Context: an optimization exercise on an open-source flow, tuned for small area, a short achievable clock period and few clock cycles per item. The choices shown serve that exercise and are no tape-out recipe.
In this exercise RTL edits were held to simulation tests only and were not proved equivalent to the original.

==> flow/config.mk <==
export PLATFORM = sky130hd
export DESIGN_NAME = sha256_core
export DESIGN_NICKNAME = sha256_core
export VERILOG_FILES = /design/flow/design.v
export SDC_FILE = /design/flow/constraint.sdc
export NUM_CORES = 4
export LEC_CHECK = 0
export CAP_MARGIN = 20
export CORE_MARGIN = 2
export CORE_UTILIZATION = 40
export SLEW_MARGIN = 20
==> flow/constraint.sdc <==
create_clock -name core_clock -period 12.0 [get_ports {clk}]
set_input_delay 2.4000 -clock core_clock [delete_from_list [all_inputs] [get_ports {clk}]]
set_output_delay 2.4000 -clock core_clock [all_outputs]
set_load 0.01 [all_outputs]
==> flow/design.v <==
module sha256_core (
    input  wire         clk,
    input  wire         rst,
    input  wire         start,
    input  wire         init,
    input  wire [511:0] block,      
    output wire         ready,
    output reg          done,
    output wire [255:0] digest      
);
    localparam [255:0] IV = {
        32'h6a09e667, 32'hbb67ae85, 32'h3c6ef372, 32'ha54ff53a,
        32'h510e527f, 32'h9b05688c, 32'h1f83d9ab, 32'h5be0cd19
    };
    localparam [31:0] IV4_MINUS_IV0 = 32'h510e527f - 32'h6a09e667;
    function automatic [31:0] rotr(input [31:0] x, input integer n);
        rotr = (x >> n) | (x << (32 - n));
    endfunction
    function automatic [31:0] maj3(input [31:0] x, input [31:0] y, input [31:0] z);
        maj3 = (x & y) | (x & z) | (y & z);
    endfunction
    reg         run;       
    reg         pend;      
    reg         init_r;    
    reg  [5:0]  t;         
    reg  [31:0] H [0:7];
    reg  [31:0] a, b, c, d, e, f, g, p;
    reg  [31:0] w [0:15];
    reg         last, t61, t62, t0, ready_r;
    reg  [5:0]  t_nx;
    reg         run_nx, pend_nx;
    always @* begin
        pend_nx = pend;
        if (ready_r && start) pend_nx = 1'b1;
        run_nx  = run;
        t_nx    = t;
        if (last) begin
            if (pend) begin
                run_nx  = 1'b1;
                pend_nx = 1'b0;
                t_nx    = 6'd0;
            end else begin
                run_nx  = 1'b0;
            end
        end else if (run) begin
            t_nx = t + 6'd1;
        end
        if (rst) begin
            run_nx  = 1'b0;
            pend_nx = 1'b0;
            t_nx    = 6'd63;
        end
    end
    assign ready  = ready_r;
    assign digest = {H[0], H[1], H[2], H[3], H[4], H[5], H[6], H[7]};
    reg  [31:0] k_n;
    always @* begin
        case (t)
            6'd63: k_n = 32'h428a2f98;  6'd0:  k_n = 32'h71374491;
            6'd1:  k_n = 32'hb5c0fbcf;  6'd2:  k_n = 32'he9b5dba5;
            6'd3:  k_n = 32'h3956c25b;  6'd4:  k_n = 32'h59f111f1;
            6'd5:  k_n = 32'h923f82a4;  6'd6:  k_n = 32'hab1c5ed5;
            6'd7:  k_n = 32'hd807aa98;  6'd8:  k_n = 32'h12835b01;
            6'd9:  k_n = 32'h243185be;  6'd10: k_n = 32'h550c7dc3;
            6'd11: k_n = 32'h72be5d74;  6'd12: k_n = 32'h80deb1fe;
            6'd13: k_n = 32'h9bdc06a7;  6'd14: k_n = 32'hc19bf174;
            6'd15: k_n = 32'he49b69c1;  6'd16: k_n = 32'hefbe4786;
            6'd17: k_n = 32'h0fc19dc6;  6'd18: k_n = 32'h240ca1cc;
            6'd19: k_n = 32'h2de92c6f;  6'd20: k_n = 32'h4a7484aa;
            6'd21: k_n = 32'h5cb0a9dc;  6'd22: k_n = 32'h76f988da;
            6'd23: k_n = 32'h983e5152;  6'd24: k_n = 32'ha831c66d;
            6'd25: k_n = 32'hb00327c8;  6'd26: k_n = 32'hbf597fc7;
            6'd27: k_n = 32'hc6e00bf3;  6'd28: k_n = 32'hd5a79147;
            6'd29: k_n = 32'h06ca6351;  6'd30: k_n = 32'h14292967;
            6'd31: k_n = 32'h27b70a85;  6'd32: k_n = 32'h2e1b2138;
            6'd33: k_n = 32'h4d2c6dfc;  6'd34: k_n = 32'h53380d13;
            6'd35: k_n = 32'h650a7354;  6'd36: k_n = 32'h766a0abb;
            6'd37: k_n = 32'h81c2c92e;  6'd38: k_n = 32'h92722c85;
            6'd39: k_n = 32'ha2bfe8a1;  6'd40: k_n = 32'ha81a664b;
            6'd41: k_n = 32'hc24b8b70;  6'd42: k_n = 32'hc76c51a3;
            6'd43: k_n = 32'hd192e819;  6'd44: k_n = 32'hd6990624;
            6'd45: k_n = 32'hf40e3585;  6'd46: k_n = 32'h106aa070;
            6'd47: k_n = 32'h19a4c116;  6'd48: k_n = 32'h1e376c08;
            6'd49: k_n = 32'h2748774c;  6'd50: k_n = 32'h34b0bcb5;
            6'd51: k_n = 32'h391c0cb3;  6'd52: k_n = 32'h4ed8aa4a;
            6'd53: k_n = 32'h5b9cca4f;  6'd54: k_n = 32'h682e6ff3;
            6'd55: k_n = 32'h748f82ee;  6'd56: k_n = 32'h78a5636f;
            6'd57: k_n = 32'h84c87814;  6'd58: k_n = 32'h8cc70208;
            6'd59: k_n = 32'h90befffa;  6'd60: k_n = 32'ha4506ceb;
            6'd61: k_n = 32'hbef9a3f7;  default: k_n = 32'hc67178f2;
        endcase
    end
    wire [31:0] s1  = rotr(e, 6) ^ rotr(e, 11) ^ rotr(e, 25);
    wire [31:0] ch  = (e & f) | (~e & g);
    wire [31:0] s0  = rotr(a, 2) ^ rotr(a, 13) ^ rotr(a, 22);
    wire [31:0] mj  = maj3(a, b, c);
    wire [31:0] xa_s = p ^ ch ^ mj;
    wire [31:0] xa_c = maj3(p, ch, mj) << 1;
    wire [31:0] ya_s = xa_s ^ xa_c ^ s1;
    wire [31:0] ya_c = maj3(xa_s, xa_c, s1) << 1;
    wire [31:0] za_s = ya_s ^ ya_c ^ s0;
    wire [31:0] za_c = maj3(ya_s, ya_c, s0) << 1;
    wire [31:0] a_rnd;
    add_fast u_add_a (.a(za_s), .b(za_c), .y(a_rnd));
    wire [31:0] xq   = last ? H[4] : 32'd0;
    wire [31:0] xe_s = p ^ d ^ xq;
    wire [31:0] xe_c = maj3(p, d, xq) << 1;
    wire [31:0] ye_s = xe_s ^ xe_c ^ ch;
    wire [31:0] ye_c = maj3(xe_s, xe_c, ch) << 1;
    wire [31:0] ze_s = ye_s ^ ye_c ^ s1;
    wire [31:0] ze_c = maj3(ye_s, ye_c, s1) << 1;
    wire [31:0] e_rnd;
    add_fast u_add_e (.a(ze_s), .b(ze_c), .y(e_rnd));
    wire [31:0] ws0 = rotr(w[1], 7) ^ rotr(w[1], 18) ^ (w[1] >> 3);
    wire [31:0] ws1 = rotr(w[14], 17) ^ rotr(w[14], 19) ^ (w[14] >> 10);
    wire [31:0] xw_s = ws1 ^ w[9] ^ ws0;
    wire [31:0] xw_c = maj3(ws1, w[9], ws0) << 1;
    wire [31:0] yw_s = xw_s ^ xw_c ^ w[0];
    wire [31:0] yw_c = maj3(xw_s, xw_c, w[0]) << 1;
    wire [31:0] wn;
    add_small u_add_w (.a(yw_s), .b(yw_c), .ci(1'b0), .y(wn));
    wire [31:0] h_n  = last ? (init_r ? IV[31:0] : H[7]) : g;
    wire [31:0] h0q  = t62 ? H[0] : 32'd0;
    wire [31:0] xp_s = h_n ^ k_n ^ w[0];
    wire [31:0] xp_c = maj3(h_n, k_n, w[0]) << 1;
    wire [31:0] yp_s = xp_s ^ xp_c ^ h0q;
    wire [31:0] yp_c = maj3(xp_s, xp_c, h0q) << 1;
    wire [31:0] p_n;
    add_small u_add_p (.a(yp_s), .b(yp_c), .ci(1'b0), .y(p_n));
    wire [31:0] ha_op = t61 ? H[3] : t62 ? H[2] : H[1];
    wire [31:0] he_op = t61 ? H[7] : t62 ? H[6] : last ? H[5] : H[4];
    wire [31:0] ha, he;
    add_small u_add_ha (.a(ha_op), .b(a), .ci(1'b0), .y(ha));
    add_small u_add_he (.a(he_op), .b(t0 ? ~H[0] : e), .ci(t0), .y(he));
    wire [31:0] iv0 = IV[255:224], iv1 = IV[223:192], iv2 = IV[191:160], iv3 = IV[159:128];
    wire [31:0] iv4 = IV[127:96],  iv5 = IV[95:64],   iv6 = IV[63:32];
    integer i;
    always @(posedge clk) begin
        for (i = 0; i < 15; i = i + 1) w[i] <= ready ? block[511 - 32*i -: 32] : w[i + 1];
        w[15] <= ready ? block[31:0] : wn;
        p <= p_n;
        if (run && !last) begin
            a <= a_rnd;
            b <= a;
            c <= b;
            d <= c;
            e <= e_rnd;
            f <= e;
            g <= f;
        end else begin
            a <= init_r ? iv0 : run ? a_rnd : H[0];
            b <= init_r ? iv1 : run ? ha    : H[1];
            c <= init_r ? iv2 : H[2];
            d <= init_r ? iv3 : H[3];
            e <= init_r ? iv4 : run ? e_rnd : H[4];
            f <= init_r ? iv5 : run ? he    : H[5];
            g <= init_r ? iv6 : H[6];
        end
        run     <= run_nx;
        pend    <= pend_nx;
        t       <= t_nx;
        last    <= t_nx == 6'd63;
        t61     <= t_nx == 6'd61;
        t62     <= t_nx == 6'd62;
        t0      <= t_nx == 6'd0;
        ready_r <= !pend_nx && (!run_nx || t_nx == 6'd62);
        if (ready_r && start) init_r <= init;
        if (rst) begin
            done <= 1'b0;
            for (i = 0; i < 8; i = i + 1) H[i] <= IV[255 - 32*i -: 32];
        end else begin
            done <= run && last;
            if (run) begin
                if (t0) begin
                    if (init_r) begin
                        for (i = 0; i < 8; i = i + 1) H[i] <= IV[255 - 32*i -: 32];
                        H[4] <= IV4_MINUS_IV0;
                    end else begin
                        H[4] <= he;
                    end
                end
                if (t61) begin
                    H[3] <= ha;
                    H[7] <= he;
                end
                if (t62) begin
                    H[2] <= ha;
                    H[6] <= he;
                end
                if (last) begin
                    H[0] <= a_rnd;
                    H[1] <= ha;
                    H[4] <= e_rnd;
                    H[5] <= he;
                end
            end
        end
    end
endmodule
module add_fast (input [31:0] a, input [31:0] b, output [31:0] y);
    wire [31:0] p0 = a ^ b;
    wire [31:0] g0 = a & b;
    wire g1_1 = g0[1] | (p0[1] & g0[0]);
    wire p1_1 = p0[1] & p0[0];
    wire g1_3 = g0[3] | (p0[3] & g0[2]);
    wire p1_3 = p0[3] & p0[2];
    wire g1_5 = g0[5] | (p0[5] & g0[4]);
    wire p1_5 = p0[5] & p0[4];
    wire g1_7 = g0[7] | (p0[7] & g0[6]);
    wire p1_7 = p0[7] & p0[6];
    wire g1_9 = g0[9] | (p0[9] & g0[8]);
    wire p1_9 = p0[9] & p0[8];
    wire g1_11 = g0[11] | (p0[11] & g0[10]);
    wire p1_11 = p0[11] & p0[10];
    wire g1_13 = g0[13] | (p0[13] & g0[12]);
    wire p1_13 = p0[13] & p0[12];
    wire g1_15 = g0[15] | (p0[15] & g0[14]);
    wire p1_15 = p0[15] & p0[14];
    wire g1_17 = g0[17] | (p0[17] & g0[16]);
    wire p1_17 = p0[17] & p0[16];
    wire g1_19 = g0[19] | (p0[19] & g0[18]);
    wire p1_19 = p0[19] & p0[18];
    wire g1_21 = g0[21] | (p0[21] & g0[20]);
    wire p1_21 = p0[21] & p0[20];
    wire g1_23 = g0[23] | (p0[23] & g0[22]);
    wire p1_23 = p0[23] & p0[22];
    wire g1_25 = g0[25] | (p0[25] & g0[24]);
    wire p1_25 = p0[25] & p0[24];
    wire g1_27 = g0[27] | (p0[27] & g0[26]);
    wire p1_27 = p0[27] & p0[26];
    wire g1_29 = g0[29] | (p0[29] & g0[28]);
    wire p1_29 = p0[29] & p0[28];
    wire g1_31 = g0[31] | (p0[31] & g0[30]);
    wire p1_31 = p0[31] & p0[30];
    wire g2_2 = g0[2] | (p0[2] & g1_1);
    wire p2_2 = p0[2] & p1_1;
    wire g2_3 = g1_3 | (p1_3 & g1_1);
    wire p2_3 = p1_3 & p1_1;
    wire g2_6 = g0[6] | (p0[6] & g1_5);
    wire p2_6 = p0[6] & p1_5;
    wire g2_7 = g1_7 | (p1_7 & g1_5);
    wire p2_7 = p1_7 & p1_5;
    wire g2_10 = g0[10] | (p0[10] & g1_9);
    wire p2_10 = p0[10] & p1_9;
    wire g2_11 = g1_11 | (p1_11 & g1_9);
    wire p2_11 = p1_11 & p1_9;
    wire g2_14 = g0[14] | (p0[14] & g1_13);
    wire p2_14 = p0[14] & p1_13;
    wire g2_15 = g1_15 | (p1_15 & g1_13);
    wire p2_15 = p1_15 & p1_13;
    wire g2_18 = g0[18] | (p0[18] & g1_17);
    wire p2_18 = p0[18] & p1_17;
    wire g2_19 = g1_19 | (p1_19 & g1_17);
    wire p2_19 = p1_19 & p1_17;
    wire g2_22 = g0[22] | (p0[22] & g1_21);
    wire p2_22 = p0[22] & p1_21;
    wire g2_23 = g1_23 | (p1_23 & g1_21);
    wire p2_23 = p1_23 & p1_21;
    wire g2_26 = g0[26] | (p0[26] & g1_25);
    wire p2_26 = p0[26] & p1_25;
    wire g2_27 = g1_27 | (p1_27 & g1_25);
    wire p2_27 = p1_27 & p1_25;
    wire g2_30 = g0[30] | (p0[30] & g1_29);
    wire p2_30 = p0[30] & p1_29;
    wire g2_31 = g1_31 | (p1_31 & g1_29);
    wire p2_31 = p1_31 & p1_29;
    wire g3_4 = g0[4] | (p0[4] & g2_3);
    wire p3_4 = p0[4] & p2_3;
    wire g3_5 = g1_5 | (p1_5 & g2_3);
    wire p3_5 = p1_5 & p2_3;
    wire g3_6 = g2_6 | (p2_6 & g2_3);
    wire p3_6 = p2_6 & p2_3;
    wire g3_7 = g2_7 | (p2_7 & g2_3);
    wire p3_7 = p2_7 & p2_3;
    wire g3_12 = g0[12] | (p0[12] & g2_11);
    wire p3_12 = p0[12] & p2_11;
    wire g3_13 = g1_13 | (p1_13 & g2_11);
    wire p3_13 = p1_13 & p2_11;
    wire g3_14 = g2_14 | (p2_14 & g2_11);
    wire p3_14 = p2_14 & p2_11;
    wire g3_15 = g2_15 | (p2_15 & g2_11);
    wire p3_15 = p2_15 & p2_11;
    wire g3_20 = g0[20] | (p0[20] & g2_19);
    wire p3_20 = p0[20] & p2_19;
    wire g3_21 = g1_21 | (p1_21 & g2_19);
    wire p3_21 = p1_21 & p2_19;
    wire g3_22 = g2_22 | (p2_22 & g2_19);
    wire p3_22 = p2_22 & p2_19;
    wire g3_23 = g2_23 | (p2_23 & g2_19);
    wire p3_23 = p2_23 & p2_19;
    wire g3_28 = g0[28] | (p0[28] & g2_27);
    wire p3_28 = p0[28] & p2_27;
    wire g3_29 = g1_29 | (p1_29 & g2_27);
    wire p3_29 = p1_29 & p2_27;
    wire g3_30 = g2_30 | (p2_30 & g2_27);
    wire p3_30 = p2_30 & p2_27;
    wire g3_31 = g2_31 | (p2_31 & g2_27);
    wire p3_31 = p2_31 & p2_27;
    wire g4_8 = g0[8] | (p0[8] & g3_7);
    wire p4_8 = p0[8] & p3_7;
    wire g4_9 = g1_9 | (p1_9 & g3_7);
    wire p4_9 = p1_9 & p3_7;
    wire g4_10 = g2_10 | (p2_10 & g3_7);
    wire p4_10 = p2_10 & p3_7;
    wire g4_11 = g2_11 | (p2_11 & g3_7);
    wire p4_11 = p2_11 & p3_7;
    wire g4_12 = g3_12 | (p3_12 & g3_7);
    wire p4_12 = p3_12 & p3_7;
    wire g4_13 = g3_13 | (p3_13 & g3_7);
    wire p4_13 = p3_13 & p3_7;
    wire g4_14 = g3_14 | (p3_14 & g3_7);
    wire p4_14 = p3_14 & p3_7;
    wire g4_15 = g3_15 | (p3_15 & g3_7);
    wire p4_15 = p3_15 & p3_7;
    wire g4_24 = g0[24] | (p0[24] & g3_23);
    wire p4_24 = p0[24] & p3_23;
    wire g4_25 = g1_25 | (p1_25 & g3_23);
    wire p4_25 = p1_25 & p3_23;
    wire g4_26 = g2_26 | (p2_26 & g3_23);
    wire p4_26 = p2_26 & p3_23;
    wire g4_27 = g2_27 | (p2_27 & g3_23);
    wire p4_27 = p2_27 & p3_23;
    wire g4_28 = g3_28 | (p3_28 & g3_23);
    wire p4_28 = p3_28 & p3_23;
    wire g4_29 = g3_29 | (p3_29 & g3_23);
    wire p4_29 = p3_29 & p3_23;
    wire g4_30 = g3_30 | (p3_30 & g3_23);
    wire p4_30 = p3_30 & p3_23;
    wire g4_31 = g3_31 | (p3_31 & g3_23);
    wire p4_31 = p3_31 & p3_23;
    wire g5_16 = g0[16] | (p0[16] & g4_15);
    wire p5_16 = p0[16] & p4_15;
    wire g5_17 = g1_17 | (p1_17 & g4_15);
    wire p5_17 = p1_17 & p4_15;
    wire g5_18 = g2_18 | (p2_18 & g4_15);
    wire p5_18 = p2_18 & p4_15;
    wire g5_19 = g2_19 | (p2_19 & g4_15);
    wire p5_19 = p2_19 & p4_15;
    wire g5_20 = g3_20 | (p3_20 & g4_15);
    wire p5_20 = p3_20 & p4_15;
    wire g5_21 = g3_21 | (p3_21 & g4_15);
    wire p5_21 = p3_21 & p4_15;
    wire g5_22 = g3_22 | (p3_22 & g4_15);
    wire p5_22 = p3_22 & p4_15;
    wire g5_23 = g3_23 | (p3_23 & g4_15);
    wire p5_23 = p3_23 & p4_15;
    wire g5_24 = g4_24 | (p4_24 & g4_15);
    wire p5_24 = p4_24 & p4_15;
    wire g5_25 = g4_25 | (p4_25 & g4_15);
    wire p5_25 = p4_25 & p4_15;
    wire g5_26 = g4_26 | (p4_26 & g4_15);
    wire p5_26 = p4_26 & p4_15;
    wire g5_27 = g4_27 | (p4_27 & g4_15);
    wire p5_27 = p4_27 & p4_15;
    wire g5_28 = g4_28 | (p4_28 & g4_15);
    wire p5_28 = p4_28 & p4_15;
    wire g5_29 = g4_29 | (p4_29 & g4_15);
    wire p5_29 = p4_29 & p4_15;
    wire g5_30 = g4_30 | (p4_30 & g4_15);
    wire p5_30 = p4_30 & p4_15;
    wire g5_31 = g4_31 | (p4_31 & g4_15);
    wire p5_31 = p4_31 & p4_15;
    assign y = p0 ^ {g5_30, g5_29, g5_28, g5_27, g5_26, g5_25, g5_24, g5_23, g5_22, g5_21, g5_20, g5_19, g5_18, g5_17, g5_16, g4_15, g4_14, g4_13, g4_12, g4_11, g4_10, g4_9, g4_8, g3_7, g3_6, g3_5, g3_4, g2_3, g2_2, g1_1, g0[0], 1'b0};
endmodule
module add_small (input [31:0] a, input [31:0] b, input ci, output [31:0] y);
    wire [31:0] p0 = a ^ b;
    wire [31:0] g0 = a & b;
    wire gc0 = g0[0] | (p0[0] & ci);
    wire g1_1 = g0[1] | (p0[1] & gc0);
    wire p1_1 = p0[1] & p0[0];
    wire g1_3 = g0[3] | (p0[3] & g0[2]);
    wire p1_3 = p0[3] & p0[2];
    wire g1_5 = g0[5] | (p0[5] & g0[4]);
    wire p1_5 = p0[5] & p0[4];
    wire g1_7 = g0[7] | (p0[7] & g0[6]);
    wire p1_7 = p0[7] & p0[6];
    wire g1_9 = g0[9] | (p0[9] & g0[8]);
    wire p1_9 = p0[9] & p0[8];
    wire g1_11 = g0[11] | (p0[11] & g0[10]);
    wire p1_11 = p0[11] & p0[10];
    wire g1_13 = g0[13] | (p0[13] & g0[12]);
    wire p1_13 = p0[13] & p0[12];
    wire g1_15 = g0[15] | (p0[15] & g0[14]);
    wire p1_15 = p0[15] & p0[14];
    wire g1_17 = g0[17] | (p0[17] & g0[16]);
    wire p1_17 = p0[17] & p0[16];
    wire g1_19 = g0[19] | (p0[19] & g0[18]);
    wire p1_19 = p0[19] & p0[18];
    wire g1_21 = g0[21] | (p0[21] & g0[20]);
    wire p1_21 = p0[21] & p0[20];
    wire g1_23 = g0[23] | (p0[23] & g0[22]);
    wire p1_23 = p0[23] & p0[22];
    wire g1_25 = g0[25] | (p0[25] & g0[24]);
    wire p1_25 = p0[25] & p0[24];
    wire g1_27 = g0[27] | (p0[27] & g0[26]);
    wire p1_27 = p0[27] & p0[26];
    wire g1_29 = g0[29] | (p0[29] & g0[28]);
    wire p1_29 = p0[29] & p0[28];
    wire g1_31 = g0[31] | (p0[31] & g0[30]);
    wire p1_31 = p0[31] & p0[30];
    wire g2_2 = g0[2] | (p0[2] & g1_1);
    wire p2_2 = p0[2] & p1_1;
    wire g2_3 = g1_3 | (p1_3 & g1_1);
    wire p2_3 = p1_3 & p1_1;
    wire g2_6 = g0[6] | (p0[6] & g1_5);
    wire p2_6 = p0[6] & p1_5;
    wire g2_7 = g1_7 | (p1_7 & g1_5);
    wire p2_7 = p1_7 & p1_5;
    wire g2_10 = g0[10] | (p0[10] & g1_9);
    wire p2_10 = p0[10] & p1_9;
    wire g2_11 = g1_11 | (p1_11 & g1_9);
    wire p2_11 = p1_11 & p1_9;
    wire g2_14 = g0[14] | (p0[14] & g1_13);
    wire p2_14 = p0[14] & p1_13;
    wire g2_15 = g1_15 | (p1_15 & g1_13);
    wire p2_15 = p1_15 & p1_13;
    wire g2_18 = g0[18] | (p0[18] & g1_17);
    wire p2_18 = p0[18] & p1_17;
    wire g2_19 = g1_19 | (p1_19 & g1_17);
    wire p2_19 = p1_19 & p1_17;
    wire g2_22 = g0[22] | (p0[22] & g1_21);
    wire p2_22 = p0[22] & p1_21;
    wire g2_23 = g1_23 | (p1_23 & g1_21);
    wire p2_23 = p1_23 & p1_21;
    wire g2_26 = g0[26] | (p0[26] & g1_25);
    wire p2_26 = p0[26] & p1_25;
    wire g2_27 = g1_27 | (p1_27 & g1_25);
    wire p2_27 = p1_27 & p1_25;
    wire g2_30 = g0[30] | (p0[30] & g1_29);
    wire p2_30 = p0[30] & p1_29;
    wire g2_31 = g1_31 | (p1_31 & g1_29);
    wire p2_31 = p1_31 & p1_29;
    wire g3_4 = g0[4] | (p0[4] & g2_3);
    wire p3_4 = p0[4] & p2_3;
    wire g3_5 = g1_5 | (p1_5 & g2_3);
    wire p3_5 = p1_5 & p2_3;
    wire g3_6 = g2_6 | (p2_6 & g2_3);
    wire p3_6 = p2_6 & p2_3;
    wire g3_7 = g2_7 | (p2_7 & g2_3);
    wire p3_7 = p2_7 & p2_3;
    wire g3_12 = g0[12] | (p0[12] & g2_11);
    wire p3_12 = p0[12] & p2_11;
    wire g3_13 = g1_13 | (p1_13 & g2_11);
    wire p3_13 = p1_13 & p2_11;
    wire g3_14 = g2_14 | (p2_14 & g2_11);
    wire p3_14 = p2_14 & p2_11;
    wire g3_15 = g2_15 | (p2_15 & g2_11);
    wire p3_15 = p2_15 & p2_11;
    wire g3_20 = g0[20] | (p0[20] & g2_19);
    wire p3_20 = p0[20] & p2_19;
    wire g3_21 = g1_21 | (p1_21 & g2_19);
    wire p3_21 = p1_21 & p2_19;
    wire g3_22 = g2_22 | (p2_22 & g2_19);
    wire p3_22 = p2_22 & p2_19;
    wire g3_23 = g2_23 | (p2_23 & g2_19);
    wire p3_23 = p2_23 & p2_19;
    wire g3_28 = g0[28] | (p0[28] & g2_27);
    wire p3_28 = p0[28] & p2_27;
    wire g3_29 = g1_29 | (p1_29 & g2_27);
    wire p3_29 = p1_29 & p2_27;
    wire g3_30 = g2_30 | (p2_30 & g2_27);
    wire p3_30 = p2_30 & p2_27;
    wire g3_31 = g2_31 | (p2_31 & g2_27);
    wire p3_31 = p2_31 & p2_27;
    wire g4_8 = g0[8] | (p0[8] & g3_7);
    wire p4_8 = p0[8] & p3_7;
    wire g4_9 = g1_9 | (p1_9 & g3_7);
    wire p4_9 = p1_9 & p3_7;
    wire g4_10 = g2_10 | (p2_10 & g3_7);
    wire p4_10 = p2_10 & p3_7;
    wire g4_11 = g2_11 | (p2_11 & g3_7);
    wire p4_11 = p2_11 & p3_7;
    wire g4_12 = g3_12 | (p3_12 & g3_7);
    wire p4_12 = p3_12 & p3_7;
    wire g4_13 = g3_13 | (p3_13 & g3_7);
    wire p4_13 = p3_13 & p3_7;
    wire g4_14 = g3_14 | (p3_14 & g3_7);
    wire p4_14 = p3_14 & p3_7;
    wire g4_15 = g3_15 | (p3_15 & g3_7);
    wire p4_15 = p3_15 & p3_7;
    wire g4_24 = g0[24] | (p0[24] & g3_23);
    wire p4_24 = p0[24] & p3_23;
    wire g4_25 = g1_25 | (p1_25 & g3_23);
    wire p4_25 = p1_25 & p3_23;
    wire g4_26 = g2_26 | (p2_26 & g3_23);
    wire p4_26 = p2_26 & p3_23;
    wire g4_27 = g2_27 | (p2_27 & g3_23);
    wire p4_27 = p2_27 & p3_23;
    wire g4_28 = g3_28 | (p3_28 & g3_23);
    wire p4_28 = p3_28 & p3_23;
    wire g4_29 = g3_29 | (p3_29 & g3_23);
    wire p4_29 = p3_29 & p3_23;
    wire g4_30 = g3_30 | (p3_30 & g3_23);
    wire p4_30 = p3_30 & p3_23;
    wire g4_31 = g3_31 | (p3_31 & g3_23);
    wire p4_31 = p3_31 & p3_23;
    wire g5_16 = g0[16] | (p0[16] & g4_15);
    wire p5_16 = p0[16] & p4_15;
    wire g5_17 = g1_17 | (p1_17 & g4_15);
    wire p5_17 = p1_17 & p4_15;
    wire g5_18 = g2_18 | (p2_18 & g4_15);
    wire p5_18 = p2_18 & p4_15;
    wire g5_19 = g2_19 | (p2_19 & g4_15);
    wire p5_19 = p2_19 & p4_15;
    wire g5_20 = g3_20 | (p3_20 & g4_15);
    wire p5_20 = p3_20 & p4_15;
    wire g5_21 = g3_21 | (p3_21 & g4_15);
    wire p5_21 = p3_21 & p4_15;
    wire g5_22 = g3_22 | (p3_22 & g4_15);
    wire p5_22 = p3_22 & p4_15;
    wire g5_23 = g3_23 | (p3_23 & g4_15);
    wire p5_23 = p3_23 & p4_15;
    wire g5_24 = g4_24 | (p4_24 & g4_15);
    wire p5_24 = p4_24 & p4_15;
    wire g5_25 = g4_25 | (p4_25 & g4_15);
    wire p5_25 = p4_25 & p4_15;
    wire g5_26 = g4_26 | (p4_26 & g4_15);
    wire p5_26 = p4_26 & p4_15;
    wire g5_27 = g4_27 | (p4_27 & g4_15);
    wire p5_27 = p4_27 & p4_15;
    wire g5_28 = g4_28 | (p4_28 & g4_15);
    wire p5_28 = p4_28 & p4_15;
    wire g5_29 = g4_29 | (p4_29 & g4_15);
    wire p5_29 = p4_29 & p4_15;
    wire g5_30 = g4_30 | (p4_30 & g4_15);
    wire p5_30 = p4_30 & p4_15;
    wire g5_31 = g4_31 | (p4_31 & g4_15);
    wire p5_31 = p4_31 & p4_15;
    assign y = p0 ^ {g5_30, g5_29, g5_28, g5_27, g5_26, g5_25, g5_24, g5_23, g5_22, g5_21, g5_20, g5_19, g5_18, g5_17, g5_16, g4_15, g4_14, g4_13, g4_12, g4_11, g4_10, g4_9, g4_8, g3_7, g3_6, g3_5, g3_4, g2_3, g2_2, g1_1, gc0, ci};
endmodule
==> flow/flow/run.sh <==
#!/bin/bash
# Layout: the standard flow (standard.sh, unchanged synthesis, floorplan, power grid
# and tap cells), with two changes to how the layout is optimised:
#   - the port buffers are the platform's smallest buffer (buf_1) instead of
#     clkdlybuf4s50_1;
#   - the timing repair aims at a larger setup slack than the clock period needs, and
#     only on the worst path (TNS_END_PERCENT 0).
# The clock period and the constraints are the standard flow's own (constraint.sdc is not touched).
set -euo pipefail
export SETUP_SLACK_MARGIN="${FLOW_SETUP_MARGIN:-7.5}"
export TNS_END_PERCENT=0
export BUFFER_PORTS_ARGS="-buffer_cell sky130_fd_sc_hd__buf_1"
bash standard.sh finish > standard_make.log 2>&1
==> flow/standard.sh <==
#!/bin/bash
# synth_recipe.tcl (not shown) runs the flow's synth.tcl, then flattens the netlist and writes it again
# the make line also repeats each setting of config.mk as NAME=value (left out here)
make -C /OpenROAD-flow-scripts/flow DESIGN_CONFIG=/design/flow/config.mk WORK_HOME=/design/flow/orfs CLKGATE_MAP_FILE= SYNTH_SCRIPT=/design/flow/synth_recipe.tcl "${@:-finish}"
==> results of run 1 <==
-- per-stage QoR --
step	cell area (um^2)	std cells	util, %	hold WS (ns)
2_1_floorplan	58700	6152	-	0.420
3_3_place_gp	63100	8519	43.4	0.430
3_5_place_dp	63100	8519	43.4	0.438
4_1_cts	67900	8764	46.7	0.359
5_1_grt	68200	8772	46.9	0.365
6_report	68200	8778	46.9	0.375
-- synth_stat cells, drive strengths merged, types with 33 or more instances --
master	number	area share [%]
dfxtp	1070	37
inv	554	3.6
nand2	531	3.4
mux2	517	9.9
nor2	434	2.8
o21ai	355	3.0
clkbuf	337	2.2
fa	331	11
xnor2	326	4.9
a21oi	310	2.7
ha	205	4.4
mux2i	112	1.9
o22ai	104	1.1
xor2	85	1.3
a22oi	71	0.91
a21o	59	0.76
buf	57	0.41
and2	54	0.58
nand3	51	0.44
nor3	44	0.38
o211ai	43	0.55
o22a	42	0.63
a211oi	37	0.47
and3	37	0.40
a22o	33	0.49
a31oi	33	0.39
-- registers in the layout, summed over array words and instances (netlist names), 6 cells and up --
| register | cells |
|---|---|
| f | 32 |
| t | 6 |
| b | 32 |
| a | 32 |
| p | 32 |
| H | 256 |
| k_n | 32 |
| c | 32 |
| g | 32 |
| e | 32 |
| w | 512 |
| d | 32 |
-- worst max-delay path: cells and delay by family --
family                 cells  cell delay, ns
AOI/OAI and AO/OA          1            0.05
buffers and inverters      6            1.86
and+or+nand+nor            2            0.93
-- how the worst max path moves through the flow --
stage                           to  slack [ns]  depth (start not counted)
after floorplan           H[4][23]        7.10                         23
after global placement     k_n[17]        5.79                         13
after detailed placement    k_n[1]        5.87                         13
after CTS                    a[31]        7.25                         17
after global routing      H[4][31]        7.14                         19
final                     H[0][19]        7.23                          9
-- routing by layer --
layer / up-vias / part of all wire [%]
met3: 605 / 9.2
met5: - / 0.11
li1: 22035 / -
met4: 44 / 5.2
met1: 23959 / 40
met2: 2565 / 45
-- cell type report --
class | count | area (um^2)
antenna | 9 | 22.5
clock buffer | 173 | 3480
clock inverter | 41 | 543
fill | 14016 | 77200
inverter | 558 | 2110
multi-input combinational | 4129 | 34100
sequential | 1071 | 21600
tap | 1917 | 2400
timing repair buffer | 879 | 4010
timing repair inverter | 1 | 5.00
-- timing repair --
action                     in CTS  in global routing
gates resized for setup       133                 56
pin swaps                      26                 23
gates cloned                    4                  0
buffers inserted               27                  5
setup endpoints to repair     317                271
-- kinds of logic after synthesis --
family                   Yosys count  synth area share (%)
AO/OA/AOI/OAI                   1280                  14.0
adder cells (fa/ha/maj)          566                  16.2
AND/OR/NAND/NOR                 1243                  9.02
flip-flops                      1071                  36.6
XOR/XNOR                         411                  6.16
multiplexers                     629                  11.9
buffers and inverters            952                  6.14
==> flow_metrics.env, run 1 <==
export IMPL_status="finished clean"
export IMPL_setup_worst_path_start="rst"
export IMPL_syn_cell_area_um2=58500
export IMPL_place_congestion=0.990
export IMPL_io_buffers=773
export IMPL_hold_viol_final=0
export IMPL_num_vias=49208
export IMPL_fp_dieH_um=387
export IMPL_clk_latency_ns=0.81
export IMPL_worst_pin_slew_ns=1.17
export IMPL_drv_slew=0
export IMPL_start_kind="input pin"
export IMPL_die_area_um2=149000
export IMPL_hold_path_class="register to register"
export IMPL_drt_iter0_drc=5231
export IMPL_syn_to_final_growth_pct=16.5
export IMPL_synth_ff_type="dfxtp_1"
export IMPL_setup_tns_ns=0
export IMPL_grt_overflow=0
export IMPL_grt_util_met3_pct=7.79
export IMPL_start_util_pct=40.3
export IMPL_reg2reg_from="e[1]"
export IMPL_die_w_um=387
export IMPL_path_clk_slew_ns=0.07
export IMPL_finalSetupViolCount=0
export IMPL_synth_edff_count=1
export IMPL_ff2ff_setup_slack_ns=7.27
export IMPL_finalClockSkew_ns=0.102
export IMPL_fmax_ghz=0.210
export IMPL_top_usage_layer="met2"
export IMPL_path_cells="clkbuf_4, buf_12, clkinv_2, buf_4, buf_4, nand2_1, buf_4, nor2_1, a21oi_1"
export IMPL_cp_max_fo=58
export IMPL_crit_top_cell="buf_4"
export IMPL_grt_usage_pct=32.6
export IMPL_syn_area_per_cell_um2=9.52
export IMPL_async_flop_share_pct=0
export IMPL_first_pass_iters=7
export IMPL_synth_cells=6152
export IMPL_globalRouteMet2Util_pct=52.5
export IMPL_finalCritPeriodShare_pct=39.8
export IMPL_holdPathEnd="w[5][9]"
export IMPL_ys_ff_latch=1071
export IMPL_yosysWarnings=3
export IMPL_final_setup_worst_slack_ns=7.23
export IMPL_min_delay_start="w[6][9]"
export IMPL_crit_type="input pin to register"
export IMPL_placement_rows=140
export IMPL_drive_above_1_share_pct=14.6
export IMPL_cts_tree="yes"
export IMPL_critPathCaptureType="register"
export IMPL_cts_root_buf="clkbuf_16"
export IMPL_pin_count=774
export IMPL_place_ws_ns=5.87
export IMPL_vias_per_cell=5.61
export IMPL_cap_violations=0
export IMPL_hold_depth=1
export IMPL_antenna_found_initial=35
export IMPL_layout_common_cells="dfxtp_1, buf_1, inv_1, nand2_1, mux2_2"
export IMPL_arrival_ns=5.39
export IMPL_critPathMaxStageDelay_ns=0.80
export IMPL_synth_distinct_cells=87
export IMPL_cts_num_sinks=1071
export IMPL_syn_nets=7204
export IMPL_r2r_end="a[31]"
export IMPL_grt_max_degree=193
export IMPL_worstPathRequired_ns=12.62
export IMPL_cts_buffers=119
export IMPL_fin_crit_ns=4.77
export IMPL_place_hpwl_um=192000
export IMPL_drt_wirelength_per_cell_um=28.7
export IMPL_slew_headroom_pct=21.3
export IMPL_antenna_left=0
export IMPL_gr_usage_met1_pct=41.5
export IMPL_core_um2=145000
export IMPL_cts_htree_levels=3
export IMPL_cts_hold_buffers=0
export IMPL_clockBufferDepth=3
export IMPL_grt_setup_unrepaired="true"
export IMPL_grt_pass1_vias=47714
export IMPL_reg2reg_depth=17
export IMPL_wl_um=252000
export IMPL_grt_pass1_wl_um=353000
export IMPL_yosysSeqAreaShare_pct=36.6
export IMPL_layout_cells_most_common="dfxtp_1"
export IMPL_nets=7811
export IMPL_slowest_stage="nand2_1"
export IMPL_drc=0
Testbench counts, summed over its fixed seeds: cycles 131,136, blocks 2,048.
==> inputs of run 2 (changes only) <==
==> flow/run.sh (new file) <==
#!/bin/bash
# synth_recipe.tcl (not shown) runs the flow's synth.tcl, then flattens the netlist and writes it again
# the make line also repeats each setting of config.mk as NAME=value (left out here)
make -C /OpenROAD-flow-scripts/flow DESIGN_CONFIG=/design/flow/config.mk WORK_HOME=/design/flow/orfs CLKGATE_MAP_FILE= SYNTH_SCRIPT=/design/flow/synth_recipe.tcl finish
removed: flow/flow/run.sh
removed: flow/standard.sh
==> run 2 against run 1 <==
Net effect: cell area rose by 5.9%; critical path type is now register to register; critical path depth grew 10; register-to-register slack lost 1.2 ns; non-clock buffer count shrank 24.
==> flow_metrics.env, run 2 <==
export IMPL_ys_ff_latch=1071
export IMPL_largestRegisters="w: 512 flops, H: 256 flops"
export IMPL_die_w_um=387
export IMPL_postCtsResizedCells=0
export IMPL_first_pass_iters=6
export IMPL_critPathCaptureType="register"
export IMPL_wl_um=255000
export IMPL_start_kind="register"
export IMPL_arrival_ns=6.50
export IMPL_async_flop_share_pct=0
export IMPL_vias_per_cell=5.60
export IMPL_synthMuxAreaShare_pct=11.9
export IMPL_placement_rows=140
export IMPL_status="finished clean"
export IMPL_cts_buffers=118
export IMPL_synth_compound_area_share_pct=14.0
export IMPL_drc=0
export IMPL_yosysWarnings=3
export IMPL_layout_cells_most_common="dfxtp_1"
export IMPL_worstPathRequired_ns=12.62
export IMPL_grt_pass1_wl_um=358000
export IMPL_drv_slew=0
export IMPL_synth_top_area_share_pct=36.6
export IMPL_finalCritPeriodShare_pct=49.1
export IMPL_dp_cells=8530
export IMPL_fillers=13757
export IMPL_cap_violations=0
export IMPL_syn_cell_area_um2=58500
export IMPL_layout_common_cells="dfxtp_1, clkdlybuf4s50_1, inv_1, nand2_1, mux2_2"
export IMPL_finalClockSkew_ns=0.0779
export IMPL_largest_register_ffs=512
export IMPL_registers_top_by_ff_count="w"
export IMPL_setup_tns_ns=0
export IMPL_fin_crit_ns=5.89
export IMPL_num_vias=49069
export IMPL_placed_cell_area_um2=67900
export IMPL_syn_nets=7204
export IMPL_synth_xor_area_share_pct=6.16
export IMPL_synth_edff_count=1
export IMPL_cts_root_buf="clkbuf_16"
export IMPL_drt_iter0_drc=4973
export IMPL_instances_no_fill=8756
export IMPL_syn_to_final_growth_pct=23.4
export IMPL_cts_hold_buffers=0
export IMPL_synth_area_leaders="dfxtp_1, fa_1, mux2_2, xnor2_1, ha_1"
export IMPL_syn_area_per_cell_um2=9.52
export IMPL_post_cts_setup_buffers=0
export IMPL_antenna_left=0
export IMPL_antenna_found_initial=42
export IMPL_synth_simple_area_share_pct=9.02
export IMPL_die_area_um2=149000
export IMPL_grt_pass1_vias=47784
export IMPL_drive_above_1_share_pct=12.4
export IMPL_synthTopCellsByCount="dfxtp_1, inv_1, nand2_1"
export IMPL_cts_tree="yes"
export IMPL_place_congestion=0.970
export IMPL_grt_usage_pct=33.2
export IMPL_cp_max_fo=41
export IMPL_drt_wirelength_per_cell_um=29.1
export IMPL_grt_max_degree=147
export IMPL_fp_dieH_um=387
export IMPL_synth_ff_type="dfxtp_1"
export IMPL_yosysSeqAreaShare_pct=36.6
export IMPL_clk_latency_ns=0.79
export IMPL_worst_pin_slew_ns=1.14
export IMPL_place_hpwl_um=199000
export IMPL_core_um2=145000
export IMPL_crit_type="register to register"
export IMPL_hold_path_class="register to register"
export IMPL_synth_cells=6152
export IMPL_io_buffers=773
export IMPL_hold_ws_ns=0.445
export IMPL_nets=7785
export IMPL_fmax_ghz=0.170
export IMPL_clockBufferDepth=3
export IMPL_synth_distinct_cells=87
export IMPL_synth_top_area_cell="dfxtp_1"
export IMPL_finalSetupViolCount=0
export IMPL_path_clk_slew_ns=0.06
export IMPL_grt_overflow=0
export IMPL_fin_area_um2=72200
export IMPL_start_util_pct=40.3
export IMPL_pin_count=774
export IMPL_grt_setup_unrepaired="false"
export IMPL_cts_num_sinks=1071
export IMPL_cts_htree_levels=3
export IMPL_hold_viol_final=0
export IMPL_slew_headroom_pct=23.1
export IMPL_synthAdderAreaFrac_pct=16.2
export IMPL_yosysMostFrequentCell="dfxtp_1"
export IMPL_synth_top_family_by_area="adder cells"
[run 2: changes by cell type in the layout (fill, tap and decap cells not counted), sizes merged, moves of 9 or more]
| cell | previous run | this run |
|---|---|---|
| clkdlybuf4s50 | 0 | 772 |
| clkbuf | 176 | 167 |
| bufinv | 5 | 16 |
| buf | 873 | 83 |
[run 2: final cells by class]
| class | instances | area, um^2 | share of cell area [%] |
|---|---|---|---|
| inverters | 558 | 2100 | 2.91 |
| flip-flops and latches | 1071 | 21500 | 29.7 |
| repair buffers | 855 | 8380 | 11.6 |
| well taps | 1917 | 2400 | 3.32 |
| multi-input cells | 4129 | 33600 | 46.5 |
| clock buffers | 167 | 3440 | 4.76 |
| diodes | 7 | 17.5 | 0.0243 |
| clock inverters | 52 | 841 | 1.16 |
[run 2: critical path, stage by stage, from the launching register on]
cell	delay, ns
dfxtp_4	0.56
buf_4	0.59
buf_4	0.55
mux2i_1	0.26
nor2_1	0.06
a21oi_1	0.13
nor2_1	0.05
a21oi_1	0.15
fa_1	0.18
inv_1	0.05
fa_1	0.49
a211oi_1	0.34
o211ai_1	0.25
a32o_1	0.36
a31oi_1	0.42
o21ai_1	0.23
a21oi_2	0.23
o21bai_1	0.10
xnor2_1	0.45
o32ai_1	0.17
[run 2: final timing paths]
path | from | to | slack [ns] | depth (start not counted)
worst min register to register | w[15][18] | w[14][18] | 0.44 | 1
worst max register to register | last | H[4][22] | 6.11 | 19
worst min-delay path | w[15][18] | w[14][18] | 0.44 | 1
worst max-delay path | last | H[4][22] | 6.11 | 19
[run 2: cells by family (layout without fill, tap and decap cells)]
family / after synthesis / in the layout
AOI/OAI and AO/OA: 1280 / 1280
xor gates and xnor gates: 411 / 411
adders and majority gates: 566 / 566
buffers and inverters: 952 / 1632
DFF: 1071 / 1071
muxes: 629 / 629
other: 0 / 7
and+or+nand+nor: 1243 / 1243
[run 2: stage by stage]
stage | util (%) | setup WS, ns
2_1_floorplan | - | 6.01
3_3_place_gp | 46.7 | 5.59
3_5_place_dp | 46.7 | 5.61
4_1_cts | 49.7 | 6.15
5_1_grt | 49.7 | 5.83
6_report | 49.7 | 6.11
[run 2: layer usage]
metal  GRT usage (%)  vias to the layer above  part of all wire (%)
met3            7.83                      477                   9.7
met4            12.6                       52                   4.5
met5               0                        -                  0.14
li1                -                    21981                     -
met1            43.4                    23986                    40
met2            53.0                     2573                    45
==> inputs of run 3 (changes only) <==
--- a/flow/design.v
+++ b/flow/design.v
@@ -28,3 +28,3 @@
     reg  [31:0] w [0:15];
-    reg         last, t61, t62, t0, ready_r;
+    reg         last, t60, t61, t62, t0, ready_r;
     reg  [5:0]  t_nx;
@@ -47,7 +47,2 @@
         end
-        if (rst) begin
-            run_nx  = 1'b0;
-            pend_nx = 1'b0;
-            t_nx    = 6'd63;
-        end
     end
@@ -55,5 +50,7 @@
     assign digest = {H[0], H[1], H[2], H[3], H[4], H[5], H[6], H[7]};
+    localparam [31:0] K0 = 32'h428a2f98;
+    reg  [31:0] k_r;
     reg  [31:0] k_n;
     always @* begin
-        case (t)
+        case (t_nx)
             6'd63: k_n = 32'h428a2f98;  6'd0:  k_n = 32'h71374491;
@@ -104,11 +101,8 @@
     add_fast u_add_a (.a(za_s), .b(za_c), .y(a_rnd));
-    wire [31:0] xq   = last ? H[4] : 32'd0;
-    wire [31:0] xe_s = p ^ d ^ xq;
-    wire [31:0] xe_c = maj3(p, d, xq) << 1;
-    wire [31:0] ye_s = xe_s ^ xe_c ^ ch;
-    wire [31:0] ye_c = maj3(xe_s, xe_c, ch) << 1;
-    wire [31:0] ze_s = ye_s ^ ye_c ^ s1;
-    wire [31:0] ze_c = maj3(ye_s, ye_c, s1) << 1;
+    wire [31:0] xe_s = p ^ d ^ ch;
+    wire [31:0] xe_c = maj3(p, d, ch) << 1;
+    wire [31:0] ye_s = xe_s ^ xe_c ^ s1;
+    wire [31:0] ye_c = maj3(xe_s, xe_c, s1) << 1;
     wire [31:0] e_rnd;
-    add_fast u_add_e (.a(ze_s), .b(ze_c), .y(e_rnd));
+    add_fast u_add_e (.a(ye_s), .b(ye_c), .y(e_rnd));
     wire [31:0] ws0 = rotr(w[1], 7) ^ rotr(w[1], 18) ^ (w[1] >> 3);
@@ -121,12 +115,9 @@
     add_small u_add_w (.a(yw_s), .b(yw_c), .ci(1'b0), .y(wn));
-    wire [31:0] h_n  = last ? (init_r ? IV[31:0] : H[7]) : g;
-    wire [31:0] h0q  = t62 ? H[0] : 32'd0;
-    wire [31:0] xp_s = h_n ^ k_n ^ w[0];
-    wire [31:0] xp_c = maj3(h_n, k_n, w[0]) << 1;
-    wire [31:0] yp_s = xp_s ^ xp_c ^ h0q;
-    wire [31:0] yp_c = maj3(xp_s, xp_c, h0q) << 1;
+    wire [31:0] h_n  = last ? (init_r ? IV[31:0] : H[7]) : t62 ? H[0] : g;
+    wire [31:0] xp_s = h_n ^ k_r ^ w[0];
+    wire [31:0] xp_c = maj3(h_n, k_r, w[0]) << 1;
     wire [31:0] p_n;
-    add_small u_add_p (.a(yp_s), .b(yp_c), .ci(1'b0), .y(p_n));
-    wire [31:0] ha_op = t61 ? H[3] : t62 ? H[2] : H[1];
-    wire [31:0] he_op = t61 ? H[7] : t62 ? H[6] : last ? H[5] : H[4];
+    add_small u_add_p (.a(xp_s), .b(xp_c), .ci(1'b0), .y(p_n));
+    wire [31:0] ha_op = t60 ? H[4] : t61 ? H[3] : t62 ? H[2] : H[1];
+    wire [31:0] he_op = t60 ? H[0] : t61 ? H[7] : t62 ? H[6] : last ? H[5] : H[4];
     wire [31:0] ha, he;
@@ -145,3 +136,3 @@
             c <= b;
-            d <= c;
+            d <= t62 ? H[4] : c;
             e <= e_rnd;
@@ -158,10 +149,12 @@
         end
-        run     <= run_nx;
-        pend    <= pend_nx;
-        t       <= t_nx;
-        last    <= t_nx == 6'd63;
-        t61     <= t_nx == 6'd61;
-        t62     <= t_nx == 6'd62;
-        t0      <= t_nx == 6'd0;
-        ready_r <= !pend_nx && (!run_nx || t_nx == 6'd62);
+        run     <= !rst && run_nx;
+        pend    <= !rst && pend_nx;
+        t       <= rst ? 6'd63 : t_nx;
+        k_r     <= rst ? K0 : k_n;
+        last    <= rst || t_nx == 6'd63;
+        t60     <= !rst && t_nx == 6'd60;
+        t61     <= !rst && t_nx == 6'd61;
+        t62     <= !rst && t_nx == 6'd62;
+        t0      <= !rst && t_nx == 6'd0;
+        ready_r <= rst || (!pend_nx && (!run_nx || t_nx == 6'd62));
         if (ready_r && start) init_r <= init;
@@ -181,2 +174,6 @@
                 end
+                if (t60) begin
+                    H[4] <= ha;
+                    H[0] <= he;
+                end
                 if (t61) begin
==> flow/flow/run.sh (new file) <==
#!/bin/bash
# Layout: the standard flow (standard.sh, unchanged synthesis, floorplan, power grid
# and tap cells), with two changes to how the layout is optimised:
#   - the port buffers are the platform's smallest buffer (buf_1) instead of
#     clkdlybuf4s50_1;
#   - the timing repair aims at a larger setup slack than the clock period needs, and
#     only on the worst path (TNS_END_PERCENT 0).
# The clock period and the constraints are the standard flow's own (constraint.sdc is not touched).
set -euo pipefail
export SETUP_SLACK_MARGIN="${FLOW_SETUP_MARGIN:-9}"
export TNS_END_PERCENT=0
export BUFFER_PORTS_ARGS="-buffer_cell sky130_fd_sc_hd__buf_1"
bash standard.sh finish > standard_make.log 2>&1
==> flow/standard.sh (new file) <==
#!/bin/bash
# synth_recipe.tcl (not shown) runs the flow's synth.tcl, then flattens the netlist and writes it again
# the make line also repeats each setting of config.mk as NAME=value (left out here)
make -C /OpenROAD-flow-scripts/flow DESIGN_CONFIG=/design/flow/config.mk WORK_HOME=/design/flow/orfs CLKGATE_MAP_FILE= SYNTH_SCRIPT=/design/flow/synth_recipe.tcl "${@:-finish}"
--- a/flow/config.mk
+++ b/flow/config.mk
@@ -10,2 +10,4 @@
 export CORE_UTILIZATION = 40
+export CTS_BUF_LIST = sky130_fd_sc_hd__clkbuf_4 sky130_fd_sc_hd__clkbuf_8
+export CTS_CLUSTER_SIZE = 20
 export SLEW_MARGIN = 20
removed: flow/run.sh
==> run 3 against run 2 <==
Net effect: critical path depth decreased by 4; sequential share of layout area increased by 1.8 points; clock skew increased by 0.011 ns; fmax increased by 17%; via count increased by 9.9%; hold slack got worse by 0.053 ns; area after synthesis decreased by 1.6%; die area decreased by 1.6%; worst setup slack improved by 0.87 ns; largest cell class unchanged.
==> flow_metrics.env, run 3 <==
export IMPL_drt_iter0_drc=7637
export IMPL_setup_tns_ns=0
export IMPL_fp_dieH_um=383
export IMPL_synth_area_leaders="dfxtp_1, mux2_2, fa_1, xnor2_1, ha_1"
export IMPL_cap_violations=0
export IMPL_critPathCaptureType="register"
export IMPL_top_usage_layer="met2"
export IMPL_synth_top_area_cell="dfxtp_1"
export IMPL_drv_slew=0
export IMPL_cts_num_sinks=1072
export IMPL_cts_root_buf="clkbuf_8"
export IMPL_cts_tree="yes"
export IMPL_path_clk_slew_ns=0.07
export IMPL_die_area_um2=147000
export IMPL_placement_rows=139
export IMPL_place_hpwl_um=232000
export IMPL_die_w_um=383
export IMPL_finalCritPeriodShare_pct=41.8
export IMPL_ys_ff_latch=1072
export IMPL_synth_cells=6097
export IMPL_grt_pass1_wl_um=411000
export IMPL_cts_htree_levels=4
export IMPL_synth_distinct_cells=85
export IMPL_largestRegisters="w: 512 flops, H: 256 flops"
export IMPL_grt_usage_pct=40.3
export IMPL_grt_util_met3_pct=14.0
export IMPL_nets=7773
export IMPL_start_util_pct=40.2
export IMPL_ff2ff_setup_slack_ns=6.98
export IMPL_fin_crit_ns=5.02
export IMPL_synth_top_area_share_pct=37.2
export IMPL_syn_area_per_cell_um2=9.45
export IMPL_worst_pin_slew_ns=1.33
export IMPL_worstPathRequired_ns=12.85
export IMPL_hold_path_class="register to register"
export IMPL_first_pass_iters=9
export IMPL_vias_per_cell=6.08
export IMPL_syn_to_final_growth_pct=18.5
export IMPL_multi_input_area_um2=34400
export IMPL_gr_usage_met1_pct=52.2
export IMPL_core_um2=143000
export IMPL_crit_type="register to register"
export IMPL_drive_above_1_share_pct=17.7
export IMPL_wl_um=309000
export IMPL_cts_buffers=189
export IMPL_drt_wirelength_per_cell_um=34.8
export IMPL_layout_common_cells="dfxtp_1, buf_1, nand2_1, mux2_2, nor2_1"
export IMPL_r2r_end="H[0][31]"
export IMPL_layout_cells_most_common="dfxtp_1"
export IMPL_syn_cell_area_um2=57600
export IMPL_slew_headroom_pct=11.5
export IMPL_clockBufferDepth=3
export IMPL_finalSetupViolCount=0
export IMPL_yosysSeqAreaShare_pct=37.3
export IMPL_reg2reg_from="a[27]"
export IMPL_synthTopCellsByCount="dfxtp_1, nand2_1, mux2_2"
export IMPL_io_buffers=773
export IMPL_grt_setup_unrepaired="true"
export IMPL_globalRouteMet2Util_pct=56.5
export IMPL_yosysMostFrequentCell="dfxtp_1"
export IMPL_synth_edff_count=1
export IMPL_status="finished clean"
export IMPL_fmax_ghz=0.199
export IMPL_fillers=14026
export IMPL_finalClockSkew_ns=0.0889
export IMPL_hold_viol_final=0
export IMPL_synth_ff_type="dfxtp_1"
export IMPL_largest_register_ffs=512
export IMPL_hold_depth=2
export IMPL_grt_max_degree=180
export IMPL_syn_nets=7086
export IMPL_num_vias=53944
export IMPL_start_kind="register"
export IMPL_place_congestion=1.09
export IMPL_grt_pass1_vias=50333
export IMPL_drc=0
export IMPL_antenna_found_initial=47
export IMPL_grt_overflow=0
export IMPL_regArea_um2=21600
export IMPL_cp_max_fo=6
export IMPL_place_ws_ns=6.37
export IMPL_holdPathEnd="g[24]"
export IMPL_registers_top_by_ff_count="w"
export IMPL_final_setup_worst_slack_ns=6.98
export IMPL_pin_count=774
export IMPL_async_flop_share_pct=0
export IMPL_min_delay_start="f[24]"
export IMPL_antenna_left=0
export IMPL_arrival_ns=5.87
export IMPL_yosysWarnings=3
export IMPL_clk_latency_ns=0.99
export IMPL_reg2reg_depth=15
[run 3: logic make-up (layout without fill, tap and decap cells)]
family | count (synthesis) | in the layout | share of synthesized area (%)
flops | 1072 | 1072 | 37.3
xor+xnor | 399 | 399 | 6.07
simple gates | 1309 | 1310 | 9.34
buf+inv | 733 | 1571 | 4.80
compound gates | 1390 | 1390 | 15.1
fa+ha+maj | 503 | 503 | 14.3
mux | 691 | 691 | 13.1
other cells | 0 | 29 | 0
[run 3: stage by stage]
step                util [%]  hold slack (ns)  instance area [um^2]  cells
CTS                     47.2            0.395                 67700   8829
finish                  47.6            0.392                 68300   8868
floorplan                  -            0.410                 57900   6097
global placement        43.7            0.425                 62600   8467
global route            47.6            0.436                 68200   8844
detailed placement      43.7            0.427                 62700   8469
[run 3: critical path, cell delays in order (launching register included)]
cell,delay [ns]
dfxtp_1,1.00
maj3_1,0.58
fa_1,0.51
fa_1,0.50
inv_1,0.05
fa_1,0.47
inv_1,0.04
ha_1,0.31
nand4_1,0.08
inv_1,0.08
a221o_1,0.34
a21oi_4,0.20
o21ai_4,0.10
a21oi_2,0.22
xnor2_2,0.12
a211o_1,0.26
[run 3: metal layers]
layer  wire length, um  share of wire [%]
met1            119000                 39
met2            125000                 41
met3             39500                 13
met4             24700                8.0
met5               274              0.089
[run 3: cell type report]
| class | instances | area share, % |
|---|---|---|
| multi-input combinational | 4293 | 50.4 |
| clock buffer | 289 | 5.29 |
| tap | 1903 | 3.49 |
| inverter | 314 | 1.74 |
| clock inverter | 54 | 1.07 |
| antenna | 29 | 0.106 |
| sequential | 1072 | 31.6 |
| timing repair buffer | 914 | 6.32 |
[run 3: worst max-delay path by stage]
stage | startpoint | to | slack, ns | cells after the start
after floorplan | e[3] | H[0][31] | 7.60 | 18
after detailed placement | last | H[4][9] | 6.37 | 21
after global routing | t62 | H[4][16] | 7.02 | 18
after CTS | e[3] | H[0][31] | 7.07 | 18
final | a[27] | H[0][31] | 6.98 | 15
after global placement | last | H[4][26] | 6.10 | 21
[run 3: what timing repair did]
| item | CTS | global route |
|---|---|---|
| hold buffers | 0 | 0 |
| cloned | 5 | 2 |
| setup endpoints to repair | 895 | 996 |
| buffers inserted | 12 | 8 |
| resized for setup | 95 | 84 |
| pin swaps | 18 | 32 |
Testbench counts of run 3, summed over its fixed seeds: cycles 131,136, blocks 2,048.
==> inputs of run 4 (changes only) <==
--- a/flow/flow/run.sh
+++ b/flow/flow/run.sh
@@ -9,3 +9,3 @@
 set -euo pipefail
-export SETUP_SLACK_MARGIN="${FLOW_SETUP_MARGIN:-9}"
+export SETUP_SLACK_MARGIN="${FLOW_SETUP_MARGIN:-7.5}"
 export TNS_END_PERCENT=0
==> run 4 against run 3 <==
Net effect: utilization is 0.56 points lower; worst setup slack worse by 0.017 ns; non-clock buffer count is 19 lower; register-to-register slack worse by 0.02 ns; hold slack better by 0.020 ns; area after synthesis stayed put.
==> flow_metrics.env, run 4 <==
export IMPL_die_area_um2=147000
export IMPL_fin_area_um2=67500
export IMPL_ys_ff_latch=1072
export IMPL_drive_above_1_share_pct=16.6
export IMPL_grt_overflow=0
export IMPL_drt_wirelength_per_cell_um=33.0
export IMPL_cts_buffers=188
export IMPL_first_pass_iters=6
export IMPL_start_kind="register"
export IMPL_grt_max_degree=172
export IMPL_finalSetupViolCount=0
export IMPL_synth_xor_area_share_pct=6.07
export IMPL_hold_ws_ns=0.411
export IMPL_synthMuxAreaShare_pct=13.1
export IMPL_antenna_found_initial=29
export IMPL_async_flop_share_pct=0
export IMPL_drt_iter0_drc=6705
export IMPL_cap_violations=0
export IMPL_fmax_ghz=0.199
export IMPL_cts_root_buf="clkbuf_8"
export IMPL_layout_common_cells="dfxtp_1, buf_1, nand2_1, mux2_2, nor2_1"
export IMPL_syn_cell_area_um2=57600
export IMPL_synth_distinct_cells=85
export IMPL_slew_headroom_pct=19.4
export IMPL_core_um2=143000
export IMPL_crit_type="register to register"
export IMPL_pin_count=774
export IMPL_registers_top_by_ff_count="w"
export IMPL_clockBufferDepth=3
export IMPL_synthAdderAreaFrac_pct=14.3
export IMPL_drv_slew=0
export IMPL_cts_hold_buffers=0
export IMPL_cts_htree_levels=4
export IMPL_syn_to_final_growth_pct=17.1
export IMPL_worstPathRequired_ns=12.79
export IMPL_synth_edff_count=1
export IMPL_num_vias=52327
export IMPL_antenna_left=0
export IMPL_layout_cells_most_common="dfxtp_1"
export IMPL_grt_usage_pct=38.1
export IMPL_cp_depth=14
export IMPL_cts_num_sinks=1072
export IMPL_reg2reg_depth=14
export IMPL_worst_pin_slew_ns=1.20
export IMPL_crit_buf_inv=0
export IMPL_syn_area_per_cell_um2=9.45
export IMPL_start_util_pct=40.2
export IMPL_finalClockSkew_ns=0.0792
export IMPL_yosysMostFrequentCell="dfxtp_1"
export IMPL_fp_dieH_um=383
export IMPL_clk_latency_ns=0.97
export IMPL_ff2ff_setup_slack_ns=6.97
export IMPL_dp_cells=8452
export IMPL_crit_top_cell="fa_1"
export IMPL_placed_cell_area_um2=62300
export IMPL_placement_rows=139
export IMPL_fin_crit_ns=5.03
export IMPL_synth_area_leaders="dfxtp_1, mux2_2, fa_1, xnor2_1, ha_1"
export IMPL_hold_viol_final=0
export IMPL_finalCritPeriodShare_pct=41.9
export IMPL_instances_no_fill=8834
export IMPL_yosysWarnings=3
export IMPL_synth_compound_area_share_pct=15.1
export IMPL_cts_tree="yes"
export IMPL_grt_pass1_vias=49130
export IMPL_synth_top_area_share_pct=37.2
export IMPL_largest_register_ffs=512
export IMPL_cp_max_fo=6
export IMPL_cp_top_family="adder cells"
export IMPL_nets=7752
export IMPL_synth_top_area_cell="dfxtp_1"
export IMPL_setup_tns_ns=0
export IMPL_synth_ff_type="dfxtp_1"
export IMPL_arrival_ns=5.82
export IMPL_fin_util_pct=47.1
export IMPL_synth_simple_area_share_pct=9.34
export IMPL_hold_path_class="register to register"
export IMPL_place_hpwl_um=221000
export IMPL_synth_cells=6097
export IMPL_critPathMaxStageDelay_ns=0.53
export IMPL_io_buffers=773
export IMPL_yosysSeqAreaShare_pct=37.3
export IMPL_drc=0
export IMPL_path_clk_slew_ns=0.07
export IMPL_place_congestion=1.05
export IMPL_slowest_stage="dfxtp_2"
export IMPL_grt_setup_unrepaired="true"
export IMPL_grt_pass1_wl_um=391000
export IMPL_hold_depth=2
export IMPL_syn_nets=7086
export IMPL_path_cells="mux2_2, fa_1, fa_1, fa_1, ha_1, a21oi_1, o21ai_1, a311o_1, or2_4, a221o_1, a21oi_2, xnor2_2, a221oi_2, nor2_1"
export IMPL_largestRegisters="w: 512 flops, H: 256 flops"
export IMPL_status="finished clean"
export IMPL_fillers=13895
export IMPL_synth_top_family_by_area="compound AO/OA/AOI/OAI gates"
export IMPL_synthTopCellsByCount="dfxtp_1, nand2_1, mux2_2"
export IMPL_die_w_um=383
export IMPL_critPathCaptureType="register"
export IMPL_wl_um=292000
export IMPL_vias_per_cell=5.92
-- run 4: cell families after synthesis --
| group | Yosys count |
|---|---|
| DFF | 1072 |
| AOI/OAI and AO/OA | 1390 |
| buffers and inverters | 733 |
| and+or+nand+nor | 1309 |
| xor gates and xnor gates | 399 |
| muxes | 691 |
| adders and majority gates | 503 |
-- run 4: layout make-up --
cell class	instances	area, um^2	share of cell area [%]
timing repair buffer	895	4040	5.99
antenna	17	42.5	0.0631
multi-input combinational	4292	33900	50.3
clock buffer	291	3610	5.35
inverter	314	1190	1.76
sequential	1072	21500	31.9
tap	1903	2380	3.53
clock inverter	50	741	1.10
-- run 4: path summary, 6_finish.rpt --
| kind | startpoint | endpoint |
|---|---|---|
| worst max-delay path | e[15] | H[0][26] |
| worst min-delay path | f[27] | g[27] |
| worst max register to register | e[15] | H[0][26] |
| worst min register to register | f[27] | g[27] |
-- run 4: worst reg2reg max path: stages, from the launching register on --
cell	delay, ns
dfxtp_2	0.53
mux2_2	0.50
fa_1	0.48
fa_1	0.53
fa_1	0.43
ha_1	0.35
a21oi_1	0.14
o21ai_1	0.17
a311o_1	0.38
or2_4	0.29
a221o_1	0.35
a21oi_2	0.20
xnor2_2	0.16
a221oi_2	0.30
nor2_1	0.07
-- run 4: what timing repair did --
action,in CTS,in global routing
pin swaps,20,19
buffers inserted,12,10
resized for setup,94,38
cloned,1,0
setup endpoints to repair,329,312
-- run 4: per-stage QoR --
step	setup slack, ns
after detailed placement	6.40
after global placement	6.41
after CTS	7.01
after floorplan	7.47
after global routing	6.88
final	6.97
-- run 4: layer usage --
metal	global-route usage, %	share of wire (%)
met5	0	0.037
met4	22.0	6.8
met3	11.8	12
met2	53.1	41
met1	51.5	40

what the ideal ports hide:
The flow's constraints put no driver on any port. The routed layouts listed below were extracted and timed again, unchanged, in two steps.
Step 1 (the two cells are an assumption about what drives the block):
set clk [get_ports {clk}]
set_driving_cell -lib_cell sky130_fd_sc_hd__clkbuf_16 $clk
set_driving_cell -lib_cell sky130_fd_sc_hd__buf_2 [delete_from_list [all_inputs] $clk]
Step 2 moves the port delays by t, midway between the first and last clock arrival at a register: inputs arrive t later, outputs are due t later. That takes back most of the time a late clock gives input paths.
Three values: no drivers, after step 1, after step 2; two values: the first two.
run | t (ns) | setup WS [ns] | hold slack, ns | worst setup path at the end | worst register clock-pin slew, ns
run 1 | 0.832 | 7.230 / 7.266 / 6.445 | 0.375 / 0.375 / 0.375 | input to register | 0.07 / 0.07
run 2 | 0.824 | 6.112 / 6.112 / 5.407 | 0.445 / 0.445 / 0.445 | input to register | 0.07 / 0.07
run 3 | 1.014 | 6.983 / 6.983 / 6.845 | 0.392 / 0.392 / 0.392 | input to register | 0.08 / 0.08
run 4 | 1.009 | 6.966 / 6.966 / 6.519 | 0.411 / 0.411 / 0.411 | input to register | 0.07 / 0.07
After both steps setup and hold are still met in every run listed. The setup slack of run 1, which loses most, moves by +0.036 ns with the drivers and by -0.785 ns with both steps.
